This design comes from an exercise in tuning for small area and a short achievable clock period on the open sky130 flow, not from production work. RTL that was checked went through simulation tests only; none was proved equivalent to the original.

==> v39 <==
## lk_acc_cell
module lk_acc_cell (
    input  wire        clk,
    input  wire        rst,       
    input  wire [1:0]  op,        
    input  wire        fmt_a,     
    input  wire        fmt_b,
    input  wire [15:0] a,
    input  wire [15:0] b,
    output wire [39:0] acc,
    output reg  [31:0] f32
);
clock: 22.0 ns
lec_check: 0
abc_area: 1
cap_margin: 20
core_margin: 2
core_utilization: 40
slew_margin: 20
standard.sh (not shown) runs the stock make flow with config.mk's settings and CLKGATE_MAP_FILE= SYNTH_SCRIPT=/design/flow/synth_recipe.tcl, a recipe that flattens the netlist after the stock synthesis.
==> flow/flow/run.sh <==
#!/bin/bash
set -euo pipefail
MARGIN=$(cat flow/margin.txt)
bash standard.sh SETUP_SLACK_MARGIN=$MARGIN finish > standard.log 2>&1
==> flow/flow/margin.txt <==
12
==> inputs of v4, as changes to v39 <==
==> flow/flow/margin.txt (replaced) <==
10
==> summary.txt <==
The flow ran to the end and the layout has no timing, DRC or antenna violations. For the finished layout, the period the worst path requires is 10.41 ns. The combined flip-flop and latch cell area came out at 0.002496 sq mm.

At the pin with the least slew margin, the transition time is 1.255 ns. The critical path crosses 28 cells after its start point. The path with the worst hold slack has its endpoint at f32[30]. The layout has 631 inverters outside the clock class.
That was v39.
==> summary.txt <==
The flow ran to the end and the layout has no timing, DRC or antenna violations. The number of well taps came out at 782. The combined flip-flop and latch cell area is 0.002490 sq mm. The worst hold path terminates at f32[31].

By area the synthesized netlist is led by sky130_fd_sc_hd__nand2_1, sky130_fd_sc_hd__nand3_1, sky130_fd_sc_hd__dfxtp_1, sky130_fd_sc_hd__ha_1, sky130_fd_sc_hd__inv_1. The clock period minus final worst setup slack came out at 11.52 ns. Input and output buffers added on the ports amount to 109. The non-clock inverter total of the final layout came out at 630. The slew of the pin with the lowest slew margin is 1.213 ns.

The critical path depth came out at 29.
That was v4.

* * *

==> inputs of branch cedar <==
Another version of the RTL of lk_acc_cell (not shown whole).
==> module lk_add, before the edit <==
module lk_add (
    input  wire        first,
    input  wire        keep,         
    input  wire        load,
    input  wire [1:0]  cls,
    input  wire [31:0] w,
    input  wire [39:0] x,
    output reg  [39:0] y
);
    localparam [39:0] ACC_NAN = {1'b0, 8'hFF, 1'b1, 30'd0};
    wire        p_s    = w[0];
    wire [9:0]  p_exp  = w[31:22];
    wire [31:0] p_sig  = {1'b1, w[21:1], 10'd0};
    wire        p_nan  = (cls == 2'd3);
    wire        p_inf  = (cls == 2'd2);
    wire        p_zero = (cls == 2'd1);
    wire [39:0] x_raw  = {x[39:31] & {9{~first}}, x[30:0] & {31{keep}}};
    wire        x_s    = x_raw[39];
    wire        x_ez   = (x_raw[38:31] == 8'd0);
    wire        x_emax = (x_raw[38:31] == 8'hFF);
    wire        x_fz   = (x_raw[30:0] == 31'd0);
    wire        x_nan  = x_emax & ~x_fz;
    wire        x_inf  = x_emax & x_fz;
    wire        x_zero = x_ez & x_fz;
    wire [7:0]  x_exp  = {x_raw[38:32], x_raw[31] | x_ez};
    wire [31:0] x_sig  = {~x_ez, x_raw[30:0]};
    wire [10:0] d_xp = {3'd0, x_exp} - {p_exp[9], p_exp};
    wire [10:0] d_px = {p_exp[9], p_exp} - {3'd0, x_exp};
    wire        e_eq = ({2'd0, x_exp} == p_exp);
    wire [21:0] cmp_s;
    wire        x_ge;
    add_pfx #(.N(22), .L(5), .KIND(1)) u_cmp (.a(x_sig[31:10]), .b(~p_sig[31:10]), .ci(1'b1), .s(cmp_s), .co(x_ge));
    wire        p_gt_e = d_xp[10];
    wire        x_big  = ~p_gt_e & (~e_eq | x_ge);
    wire [10:0] ad     = p_gt_e ? d_px : d_xp;
    wire        sat    = (ad[10:6] != 5'd0) || (ad[5:0] > 6'd35);
    wire [5:0]  sh     = ad[5:0];
    wire [7:0]  big_exp = p_gt_e ? p_exp[7:0] : x_exp;
    wire [31:0] big_sig = x_big ? x_sig : p_sig;
    wire [31:0] sml_sig = x_big ? p_sig : x_sig;
    wire        big_s   = x_big ? x_s : p_s;
    wire        eff_sub = x_s ^ p_s;
    wire [34:0] sml_sh = {sml_sig, 3'b000} >> sh;
    wire [34:0] sml_al = sat ? 35'd0 : sml_sh;
    reg         sml_st;
    integer k;
    always @(*) begin
        sml_st = 1'b0;
        for (k = 0; k < 32; k = k + 1)
            if (sat || sh >= k + 4) sml_st = sml_st | sml_sig[k];
    end
    wire [35:0] op_a = {1'b0, big_sig, 3'b000};
    wire [35:0] op_b = {1'b0, sml_al[34:1], sml_al[0] | sml_st} ^ {36{eff_sub}};
    wire [35:0] s_sum;
    wire        s_co;
    add_pfx #(.N(36), .L(6), .KIND(1)) u_add (.a(op_a), .b(op_b), .ci(eff_sub), .s(s_sum), .co(s_co));
    wire        s_neg = eff_sub & s_sum[35];
    wire        r_s   = big_s ^ s_neg;
    wire        s_z   = (s_sum == 36'd0);
    wire [35:0] lim = (big_exp <= 8'd35) ? (36'h8_0000_0000 >> big_exp) : 36'd0;
    wire [5:0]  nlz;
    lzc36 u_lzc (.x(s_sum | lim), .n(nlz));
    wire [5:0]  nsh   = {nlz[5:1], nlz[0] | s_neg};
    wire [35:0] n_5   = nsh[5] ? {s_sum[3:0], 32'd0} : s_sum;
    wire [35:0] n_4   = nsh[4] ? {n_5[19:0], 16'd0}  : n_5;
    wire [35:0] n_3   = nsh[3] ? {n_4[27:0], 8'd0}   : n_4;
    wire [35:0] n_2   = nsh[2] ? {n_3[31:0], 4'd0}   : n_3;
    wire [35:0] n_1   = nsh[1] ? {n_2[33:0], 2'd0}   : n_2;
    wire [35:0] n_mag = nsh[0] ? {n_1[34:0], 1'd0}   : n_1;
    wire [8:0]  be_p1 = {1'b0, big_exp} + 9'd1;
    wire [8:0]  be_p2 = {1'b0, big_exp} + 9'd2;
    wire [8:0]  n_exp, n_exp1;
    wire        n_exp_co, n_exp1_co;
    add_pfx #(.N(9), .L(4), .KIND(1)) u_nexp  (.a(be_p1), .b(~{3'd0, nsh}), .ci(1'b1), .s(n_exp),  .co(n_exp_co));
    add_pfx #(.N(9), .L(4), .KIND(1)) u_nexp1 (.a(be_p2), .b(~{3'd0, nsh}), .ci(1'b1), .s(n_exp1), .co(n_exp1_co));
    wire [4:0]  n_lo  = n_mag[4:0] ^ {5{s_neg}};
    wire        up_p  = n_lo[3] & ((n_lo[2:0] != 3'd0) | n_lo[4]);
    wire        c4_n  = (n_lo[3:0] == 4'hF);
    wire        t3_n  = n_lo[3] ^ (n_lo[2:0] == 3'h7);
    wire        up_n  = c4_n | (t3_n & ((n_lo[2:0] != 3'h7) | n_lo[4]));
    wire        n_up  = s_neg ? up_n : up_p;
    wire [31:0] r_in  = n_mag[35:4] ^ {32{s_neg}};
    wire [31:0] r_sig;
    wire        r_co;
    inc_pfx #(.N(32), .L(6)) u_rnd (.a(r_in), .ci(n_up), .s(r_sig), .co(r_co));
    wire [8:0]  r_exp = r_co ? n_exp1 : n_exp;
    wire        r_top = r_co | r_sig[31];
    wire        nsh0  = (nsh == 6'd0);
    wire        nsh1  = (nsh == 6'd1);
    wire        be254 = (big_exp == 8'd254);
    wire        be253 = (big_exp == 8'd253);
    wire        r_ovf = (be254 & nsh0) | (r_co & ((be254 & nsh1) | (be253 & nsh0)));
    reg [39:0] sum40;
    always @(*) begin
        if (s_z)
            sum40 = 40'd0;                                   
        else if (r_ovf)
            sum40 = {r_s, 8'hFF, 31'd0};                     
        else
            sum40 = {r_s, (r_top ? r_exp[7:0] : 8'd0), r_sig[30:0]};
    end
    always @(*) begin
        if (load)
            y = p_nan ? ACC_NAN : {w, 8'd0};
        else if (x_nan | p_nan | (x_inf & p_inf & (x_s != p_s)))
            y = ACC_NAN;
        else if (x_inf)
            y = x_raw;
        else if (p_inf)
            y = {p_s, 8'hFF, 31'd0};
        else if (p_zero)
            y = x_zero ? {x_s & p_s, 39'd0} : x_raw;
        else
            y = sum40;
    end
endmodule
export LEC_CHECK = 0
export ABC_AREA = 1
export CAP_MARGIN = 20
export CORE_MARGIN = 2
export CORE_UTILIZATION = 40
export SLEW_MARGIN = 20
create_clock -name core_clock -period 22.0 [get_ports {clk}]
==> flow/flow/run.sh <==
#!/bin/bash
set -euo pipefail
bash standard.sh $(cat flow/args.txt) finish > standard.log 2>&1
==> flow/flow/args.txt <==
SETUP_SLACK_MARGIN=10 TNS_END_PERCENT=0
==> branch maple: changes against branch cedar <==
==> flow/flow/args.txt (replaced) <==
SETUP_SLACK_MARGIN=10
- CORE_UTILIZATION: 40 -> 55
==> branch juniper: changes against branch cedar <==
--- a/flow/design.v
+++ b/flow/design.v
@@ -264,10 +264,6 @@
     wire [35:0] n_1   = nsh[1] ? {n_2[33:0], 2'd0}   : n_2;
     wire [35:0] n_mag = nsh[0] ? {n_1[34:0], 1'd0}   : n_1;
-    wire [8:0]  be_p1 = {1'b0, big_exp} + 9'd1;
-    wire [8:0]  be_p2 = {1'b0, big_exp} + 9'd2;
-    wire [8:0]  n_exp, n_exp1;
-    wire        n_exp_co, n_exp1_co;
-    add_pfx #(.N(9), .L(4), .KIND(1)) u_nexp  (.a(be_p1), .b(~{3'd0, nsh}), .ci(1'b1), .s(n_exp),  .co(n_exp_co));
-    add_pfx #(.N(9), .L(4), .KIND(1)) u_nexp1 (.a(be_p2), .b(~{3'd0, nsh}), .ci(1'b1), .s(n_exp1), .co(n_exp1_co));
+    wire [8:0]  n_exp = {1'b0, big_exp} + 9'd1 - {3'd0, nsh};
+    wire [8:0]  n_exp1 = {1'b0, big_exp} + 9'd2 - {3'd0, nsh};
     wire [4:0]  n_lo  = n_mag[4:0] ^ {5{s_neg}};
     wire        up_p  = n_lo[3] & ((n_lo[2:0] != 3'd0) | n_lo[4]);
@@ -282,9 +278,5 @@
     wire [8:0]  r_exp = r_co ? n_exp1 : n_exp;
     wire        r_top = r_co | r_sig[31];
-    wire        nsh0  = (nsh == 6'd0);
-    wire        nsh1  = (nsh == 6'd1);
-    wire        be254 = (big_exp == 8'd254);
-    wire        be253 = (big_exp == 8'd253);
-    wire        r_ovf = (be254 & nsh0) | (r_co & ((be254 & nsh1) | (be253 & nsh0)));
+    wire        r_ovf = (n_exp >= 9'd255) | (r_co & (n_exp == 9'd254));
     reg [39:0] sum40;
     always @(*) begin
==> flow/flow/run.sh (replaced) <==
#!/bin/bash
set -euo pipefail
MARGIN=$(cat flow/margin.txt)
bash standard.sh SETUP_SLACK_MARGIN=$MARGIN finish > standard.log 2>&1
==> flow/flow/margin.txt (new file) <==
10
removed: flow/flow/args.txt
==> tab_implementation.tex <==
\begin{tabular}{lr}
\hline
Metric & Value \\
\hline
\multicolumn{2}{l}{\textbf{Synthesis}} \\
Xor/xnor cell area share of the yosys netlist & 0.03786 \\
Cell types with the largest area share after synthesis & sky130\_fd\_sc\_hd\_\_nand2\_1, sky130\_fd\_sc\_hd\_\_nand3\_1, sky130\_fd\_sc\_hd\_\_dfxtp\_1, sky130\_fd\_sc\_hd\_\_ha\_1, sky130\_fd\_sc\_hd\_\_inv\_1 \\
Post-synthesis simple-gate area fraction & 0.4046 \\
\multicolumn{2}{l}{\textbf{Cells and area}} \\
Design Area, Final & 27,780 um\^{}2 \\
Layout overhead on the synthesized area & 13.26\% \\
Number of filler instances in the final layout & 6,628 \\
\multicolumn{2}{l}{\textbf{Floorplan}} \\
Overall die area & 63,310 um\^{}2 \\
Horiz. Die Dim & 251.6 um \\
\multicolumn{2}{l}{\textbf{Route}} \\
Amount of wire on met2 after detailed routing & 46,870 um \\
Met1 wire length & 43,820 um \\
\multicolumn{2}{l}{\textbf{Worst setup path}} \\
Data required, critical path & 22.25 ns \\
\multicolumn{2}{l}{\textbf{Run status}} \\
Result of the run & no timing/DRC/antenna violations \\
\hline
\end{tabular}
-- figures above: branch cedar

==> tab_implementation.tex <==
\begin{tabular}{lr}
\hline
Metric & Value \\
\hline
\multicolumn{2}{l}{\textbf{Cells and area}} \\
Layout overhead on the synthesized area & 13.96\% \\
Number of filler instances in the final layout & 6,464 \\
\multicolumn{2}{l}{\textbf{Synthesis}} \\
Post-synthesis simple-gate area fraction & 0.3978 \\
Xor/xnor cell area share of the yosys netlist & 0.03524 \\
\multicolumn{2}{l}{\textbf{Route}} \\
Amount of wire on met2 after detailed routing & 45,360 um \\
Met1 wire length & 46,790 um \\
\multicolumn{2}{l}{\textbf{Floorplan}} \\
Overall die area & 62,890 um\^{}2 \\
Horiz. Die Dim & 250.8 um \\
\multicolumn{2}{l}{\textbf{Run status}} \\
Result of the run & no timing/DRC/antenna violations \\
\multicolumn{2}{l}{\textbf{Worst setup path}} \\
Data required, critical path & 22.28 ns \\
\hline
\end{tabular}
-- figures above: branch juniper

==> tab_implementation.tex <==
\begin{tabular}{lr}
\hline
Metric & Value \\
\hline
\multicolumn{2}{l}{\textbf{Synthesis}} \\
Cell taking the most area after synthesis & sky130\_fd\_sc\_hd\_\_nand2\_1 \\
Post-synthesis simple-gate area fraction & 0.4046 \\
Cell types with the largest area share after synthesis & sky130\_fd\_sc\_hd\_\_nand2\_1, sky130\_fd\_sc\_hd\_\_nand3\_1, sky130\_fd\_sc\_hd\_\_dfxtp\_1, sky130\_fd\_sc\_hd\_\_ha\_1, sky130\_fd\_sc\_hd\_\_inv\_1 \\
Proportion of synthesized flip-flops having asynchronous set or reset & 0 \\
\multicolumn{2}{l}{\textbf{Cells and area}} \\
Layout overhead on the synthesized area & 12.54\% \\
Number of filler instances in the final layout & 4,372 \\
Design Area, Final & 27,600 um\^{}2 \\
\multicolumn{2}{l}{\textbf{Floorplan}} \\
Overall die area & 46,300 um\^{}2 \\
Tap Count & 592 \\
\multicolumn{2}{l}{\textbf{Clock network}} \\
Hold-fix buffers at CTS & 0 \\
\multicolumn{2}{l}{\textbf{Run status}} \\
Result of the run & no timing/DRC/antenna violations \\
\multicolumn{2}{l}{\textbf{Route}} \\
Met1 wire length & 39,730 um \\
\multicolumn{2}{l}{\textbf{Global routing}} \\
Largest net degree at the start of global routing & 58 \\
\multicolumn{2}{l}{\textbf{Worst setup path}} \\
Crit path largest cell delay & 0.56 ns \\
\hline
\end{tabular}
-- figures above: branch maple

Only the layout flow was run in branch juniper; the RTL was not checked for function there.

[afterwards: timing with drivers on the ports]
Ports are ideal in the flow. The routed layouts listed here were re-timed in OpenROAD.
Step 1 (the two cells are an assumption about what drives the block):
set clk [get_ports {clk}]
set_driving_cell -lib_cell sky130_fd_sc_hd__clkbuf_16 $clk
set_driving_cell -lib_cell sky130_fd_sc_hd__buf_2 [delete_from_list [all_inputs] $clk]
Step 2, shift: input delay + t, output delay - t, t = (earliest + latest rising clock arrival at the registers) / 2. This alone moves slack from input paths to output paths.
Slacks: no drivers / after step 1 / after step 2; pairs: no drivers / after step 1.
run	shift t [ns]	setup WS [ns]	worst hold slack (ns)
v39	0.484	11.589 / 11.590 / 11.106	0.596 / 0.596 / 0.596
v4	0.498	10.485 / 10.516 / 10.018	0.543 / 0.543 / 0.543
branch cedar	0.511	10.459 / 10.489 / 9.978	0.543 / 0.543 / 0.543
branch maple	0.524	10.578 / 10.607 / 10.084	0.515 / 0.515 / 0.515
branch juniper	0.494	10.372 / 10.397 / 9.903	0.620 / 0.620 / 0.620
After both steps setup and hold are still met in every run listed. For branch maple, which loses most, drivers alone change the setup slack by +0.029 ns; drivers and shift together by -0.494 ns.
